Context: an optimization exercise on an open-source flow, tuned for small area and a short achievable clock period. The choices shown serve that exercise and are no tape-out recipe. The RTL was checked by simulation tests, not by an equivalence proof against the original design.

==> flow/design.v (excerpt) <==
module epilogue_unit (
    input  wire        clk,
    input  wire        rst,           
    input  wire        in_valid,
    input  wire [31:0] in_y,          
    input  wire [15:0] in_sc,         
    input  wire [15:0] in_sx,         
    input  wire [31:0] in_bias,       
    input  wire        in_bias_fp16,  
    input  wire        in_null,       
    input  wire        in_relu,       
    input  wire [3:0]  in_fmt,        
    output wire        out_valid,
    output wire [31:0] out_data,      
    output wire [2:0]  out_flags      
);
    localparam C0 = 1;    
    localparam CA = 0;
    localparam CB = 1;
    localparam CC = 1;
    localparam CD = 0;
    localparam CE = 1;
    localparam CF = 1;
    localparam CG = 0;
    localparam CH = 1;
    localparam CI = 0;
    localparam LAT = C0 + CA + CB + CC + CD + CE + CF + CG + CH + CI + 1;
    reg [LAT-1:0] vld;
    always @(posedge clk) begin
        if (rst)
            vld <= {LAT{1'b0}};
        else
  ...
For scale: roughly 7100 cells after synthesis, ~500 flip-flops, ~140 I/O pins.
export LEC_CHECK = 0
export ABC_AREA = 1
export CAP_MARGIN = 30
export CORE_MARGIN = 2
export CORE_UTILIZATION = 40
export CTS_CLUSTER_DIAMETER = 150
export CTS_CLUSTER_SIZE = 22
export SLEW_MARGIN = 65
create_clock -name core_clock -period 30.0 [get_ports {clk}]
standard.sh (not shown) runs the stock make flow with config.mk's settings and CLKGATE_MAP_FILE= SYNTH_SCRIPT=/design/flow/synth_recipe.tcl, a recipe that flattens the netlist after the stock synthesis.
==> flow/flow/run.sh <==
#!/bin/bash
# The standard layout (standard.sh) with two changes after the standard,
# unchanged synthesis:
#  - buffer_ports inserts sky130_fd_sc_hd__buf_2 port buffers instead of the
#    tool's default pick (a slow delay buffer);
#  - placement, CTS and routing repairs may not use the delay cells
#    (clkdlybuf4s*, dlygate4sd*, dlymetal6s*) as wire or slew buffers.
set -euo pipefail
bash standard.sh synth > synth.log 2>&1
export BUFFER_PORTS_ARGS="-buffer_cell sky130_fd_sc_hd__buf_2"
DLY=""
for c in clkdlybuf4s15_1 clkdlybuf4s15_2 clkdlybuf4s18_1 clkdlybuf4s18_2 clkdlybuf4s25_1 \
         clkdlybuf4s25_2 clkdlybuf4s50_1 clkdlybuf4s50_2 dlygate4sd1_1 dlygate4sd2_1 \
         dlygate4sd3_1 dlymetal6s2s_1 dlymetal6s4s_1 dlymetal6s6s_1; do
    DLY="$DLY sky130_fd_sc_hd__$c"
done
export DONT_USE_CELLS="${DLY# }"
bash standard.sh > layout.log 2>&1
==> next run, changes <==
CAP_MARGIN = 40   (was 30)
CTS_CLUSTER_DIAMETER = default   (was 150)
CTS_CLUSTER_SIZE = default   (was 22)
SLEW_MARGIN = 60   (was 65)
Outcome: Global-route usage grows by 0.21 points. Final cell count grows by 0.69%. Clock skew grows by 0.025 ns.
==> next run, changes <==
CAP_MARGIN = 60   (was 40)
CORE_UTILIZATION = 55   (was 40)
SLEW_MARGIN = 80   (was 60)
After rerunning: Routed wire length grows by a few percent; core utilization grows by 19 points; setup slack improved by 0.053 ns; synthesized area does not change; maximum frequency grows slightly.
==> next run, changes <==
CORE_UTILIZATION = 40   (was 55)
Result: The new run completed without violations; worst setup slack gets better by 0.014 ns; design area goes up by about 1%; global-route usage fell by 10 points; via count shrinks by about 1.1%; routed wire length shrinks by 1.9%; maximum frequency is about the same; utilization came out lower by 17 points.
==> next run, changes <==
CAP_MARGIN = 20   (was 60)
SLEW_MARGIN = 70   (was 80)
=> Global-route usage goes down by 0.24 points; register-to-register slack got worse by 0.05 ns; via count goes down by 1.3%; flip-flop and latch count stays the same; non-clock buffer count goes down by 74; area after synthesis is unchanged; die area is unchanged.


Another version of the RTL of epilogue_unit (not shown whole).
For scale: ~7200 cells after synthesis, ~140 I/O pins, roughly 50000 sq um of cells after synthesis.
Settings: LEC_CHECK=0, ABC_AREA=1, CAP_MARGIN=60, CORE_MARGIN=2, CORE_UTILIZATION=40, SLEW_MARGIN=80; clock period 30.0 ns.
==> flow/flow/run.sh <==
#!/bin/bash
# The standard layout (standard.sh: standard synthesis, floorplan, place,
# CTS, route) with one change: the port buffers that buffer_ports inserts
# are sky130_fd_sc_hd__buf_2 cells instead of the tool's default pick.
set -euo pipefail
export BUFFER_PORTS_ARGS="-buffer_cell sky130_fd_sc_hd__buf_2"
bash standard.sh > standard.log 2>&1
The first run ran to the end with no violations.
Change:
Settings changed: CTS_BUF_LIST set to sky130_fd_sc_hd__clkbuf_8.
Worst setup slack loses 37 ps.
Wire length stays flat.
Global-route usage rose by 0.20 points.


epilogue_unit with an RTL version that a note above also has.
Size: about 7,100 cells after synthesis, ~500 flip-flops, ~50,000 µm² of cells after synthesis.
clock: 30.0 ns
lec_check: 0
abc_area: 1
cap_margin: 20
core_margin: 2
core_utilization: 40
slew_margin: 20
==> flow/flow/run.sh <==
#!/bin/bash
# The standard layout (standard.sh) with two changes after the standard,
# unchanged synthesis:
#  - buffer_ports inserts sky130_fd_sc_hd__buf_2 port buffers instead of the
#    tool's default pick (a slow delay buffer);
#  - placement, CTS and routing repairs may not use the delay cells
#    (clkdlybuf4s*, dlygate4sd*, dlymetal6s*) as wire or slew buffers.
set -euo pipefail
bash standard.sh synth > synth.log 2>&1
export BUFFER_PORTS_ARGS="-buffer_cell sky130_fd_sc_hd__buf_2"
DLY=""
for c in clkdlybuf4s15_1 clkdlybuf4s15_2 clkdlybuf4s18_1 clkdlybuf4s18_2 clkdlybuf4s25_1 \
         clkdlybuf4s25_2 clkdlybuf4s50_1 clkdlybuf4s50_2 dlygate4sd1_1 dlygate4sd2_1 \
         dlygate4sd3_1 dlymetal6s2s_1 dlymetal6s4s_1 dlymetal6s6s_1; do
    DLY="$DLY sky130_fd_sc_hd__$c"
done
export DONT_USE_CELLS="${DLY# }"
bash standard.sh > layout.log 2>&1
Then changed:
Settings changed: CAP_MARGIN 20 to 30, SLEW_MARGIN 20 to 65.
=>
- The new run completed without violations
- first-iteration DRC count went up by 6.7%
- global-route usage is about the same
- final area climbs by 0.82%
- cell count is about the same
- core utilization rises by 0.36 points
Then changed:
Settings changed: CTS_CLUSTER_DIAMETER set to 170, CTS_CLUSTER_SIZE set to 26.
Hold slack gains 0.012 ns.
Wire length hardly moves.
Global-route usage went down by 0.17 points.
First-iteration DRC count came out lower by a few percent.
Maximum frequency shrinks slightly.
Cell area is lower by a few percent.
Then changed:
Settings changed: CAP_MARGIN 30 to 20, CTS_CLUSTER_DIAMETER 170 to not set, CTS_CLUSTER_SIZE 26 to not set, SLEW_MARGIN 65 to 40.
Utilization rises by 0.89 points.
Setup slack is worse by 0.054 ns.
Non-clock buffer count goes down by 7.
Cell count grows slightly.
Count of clock-buffer cells in the layout goes up by 46.


Another version of the RTL of epilogue_unit (not shown whole).
For scale: roughly 7,200 cells after synthesis, roughly 490 flip-flops, roughly 140 I/O pins.
Settings: LEC_CHECK=0, ABC_AREA=1, CAP_MARGIN=80, CORE_MARGIN=2, CORE_UTILIZATION=40, SLEW_MARGIN=90; clock period 30.0 ns.
run.sh (not shown) runs the stock make flow with config.mk's settings and CLKGATE_MAP_FILE= SYNTH_SCRIPT=/design/flow/synth_recipe.tcl, a recipe that flattens the netlist after the stock synthesis.
Stock flow here: none of the scripts above is used.
The baseline failed in global routing (5_1_grt).
Change:
CAP_MARGIN = 60   (was 80)
SLEW_MARGIN = 80   (was 90)
Effect: With this change the flow completed without violations. Synthesized area does not change. Synthesized cell count does not change.


Another version of the RTL of epilogue_unit (not shown whole).
Size: roughly 7500 cells after synthesis, about 490 flip-flops, roughly 0.051 sq mm of cells after synthesis.
Design epilogue_unit, start of the top module:
module epilogue_unit (
    input  wire        clk,
    input  wire        rst,           
    input  wire        in_valid,
    input  wire [31:0] in_y,          
    input  wire [15:0] in_sc,         
    input  wire [15:0] in_sx,         
    input  wire [31:0] in_bias,       
    input  wire        in_bias_fp16,  
    input  wire        in_null,       
    input  wire        in_relu,       
    input  wire [3:0]  in_fmt,        
    output wire        out_valid,
    output wire [31:0] out_data,      
    output wire [2:0]  out_flags      
);
make LEC_CHECK=0 ABC_AREA=1 CAP_MARGIN=20 CORE_MARGIN=2 CORE_UTILIZATION=40 SLEW_MARGIN=20 finish   # period 30.0 ns
The baseline went through all stages and came out clean.
==> next run, changes <==
Settings changed: CAP_MARGIN 20 to 60, SLEW_MARGIN 20 to 80.
- routed wire length is higher by 0.63%
- die area stays the same
- non-clock buffer count is higher by 87
- area after synthesis does not change
- utilization is higher by 2.2 points
- cell area is higher by 5.1%
- hold slack is better by 0.027 ns
- via count is higher by 1.0%
- first-iteration DRC count is higher by 2.3%
- sequential share of layout area is lower by 0.59 points

==> separate check: timing with driven ports <==
In the flow no input, the clock included, has a driving cell. The finished layouts below were timed again as built, in two steps. Step 1: set_driving_cell puts a clkbuf_16 on clk and a buf_2 on each other input, an assumption about the parent block. Step 2 times the ports against the registers' clock, not the clock port: input delays grow and output delays shrink by t, the midpoint of the rising clock arrivals with the driver on. Three values: ideal, step 1, step 2; two values: the first two.
| run | shift t [ns] | setup WS [ns] | worst hold slack (ns) | worst setup path at the end | worst slew at a driven data input, ns |
|---|---|---|---|---|---|
| the first run of note 1 | 0.714 | 22.822 / 22.749 / 22.858 | 0.328 / 0.328 / 0.328 | input to register | 0.06 |
| the second run of note 1 | 0.720 | 22.810 / 22.743 / 22.881 | 0.324 / 0.324 / 0.324 | input to register | 0.05 |
| the third run of note 1 | 0.719 | 22.863 / 22.786 / 23.065 | 0.275 / 0.275 / 0.275 | input to register | 0.09 |
| the fourth run of note 1 | 0.718 | 22.877 / 22.803 / 22.844 | 0.323 / 0.323 / 0.323 | input to register | 0.05 |
| the fifth run of note 1 | 0.711 | 22.871 / 22.798 / 22.988 | 0.323 / 0.323 / 0.323 | input to register | 0.05 |
| the first run of note 2 | 0.722 | 22.668 / 22.668 / 22.668 | 0.278 / 0.278 / 0.278 | register to register | 0.07 |
| the second run of note 2 | 0.859 | 22.631 / 22.631 / 22.631 | 0.313 / 0.313 / 0.313 | register to register | 0.06 |
| the first run of note 3 | 0.707 | 22.746 / 22.746 / 22.554 | 0.324 / 0.324 / 0.324 | input to register | 0.05 |
| the second run of note 3 | 0.714 | 22.860 / 22.785 / 22.879 | 0.321 / 0.321 / 0.321 | input to register | 0.05 |
| the third run of note 3 | 0.703 | 22.821 / 22.747 / 22.858 | 0.333 / 0.333 / 0.333 | input to register | 0.05 |
| the fourth run of note 3 | 0.742 | 22.768 / 22.734 / 22.607 | 0.325 / 0.325 / 0.325 | input to register | 0.05 |
| the second run of note 4 | 0.731 | 22.479 / 22.404 / 23.135 | 0.323 / 0.323 / 0.323 | register to output | 0.07 |
| the first run of note 5 | 0.713 | 20.751 / 20.751 / 20.751 | 0.296 / 0.296 / 0.296 | register to register | 0.08 |
| the second run of note 5 | 0.727 | 22.467 / 22.398 / 22.883 | 0.323 / 0.323 / 0.323 | register to register | 0.07 |
After both steps every run listed still meets setup and hold. The setup slack of the first run of note 3, which loses most, moves by 0.000 ns with the drivers and by -0.192 ns with both steps.
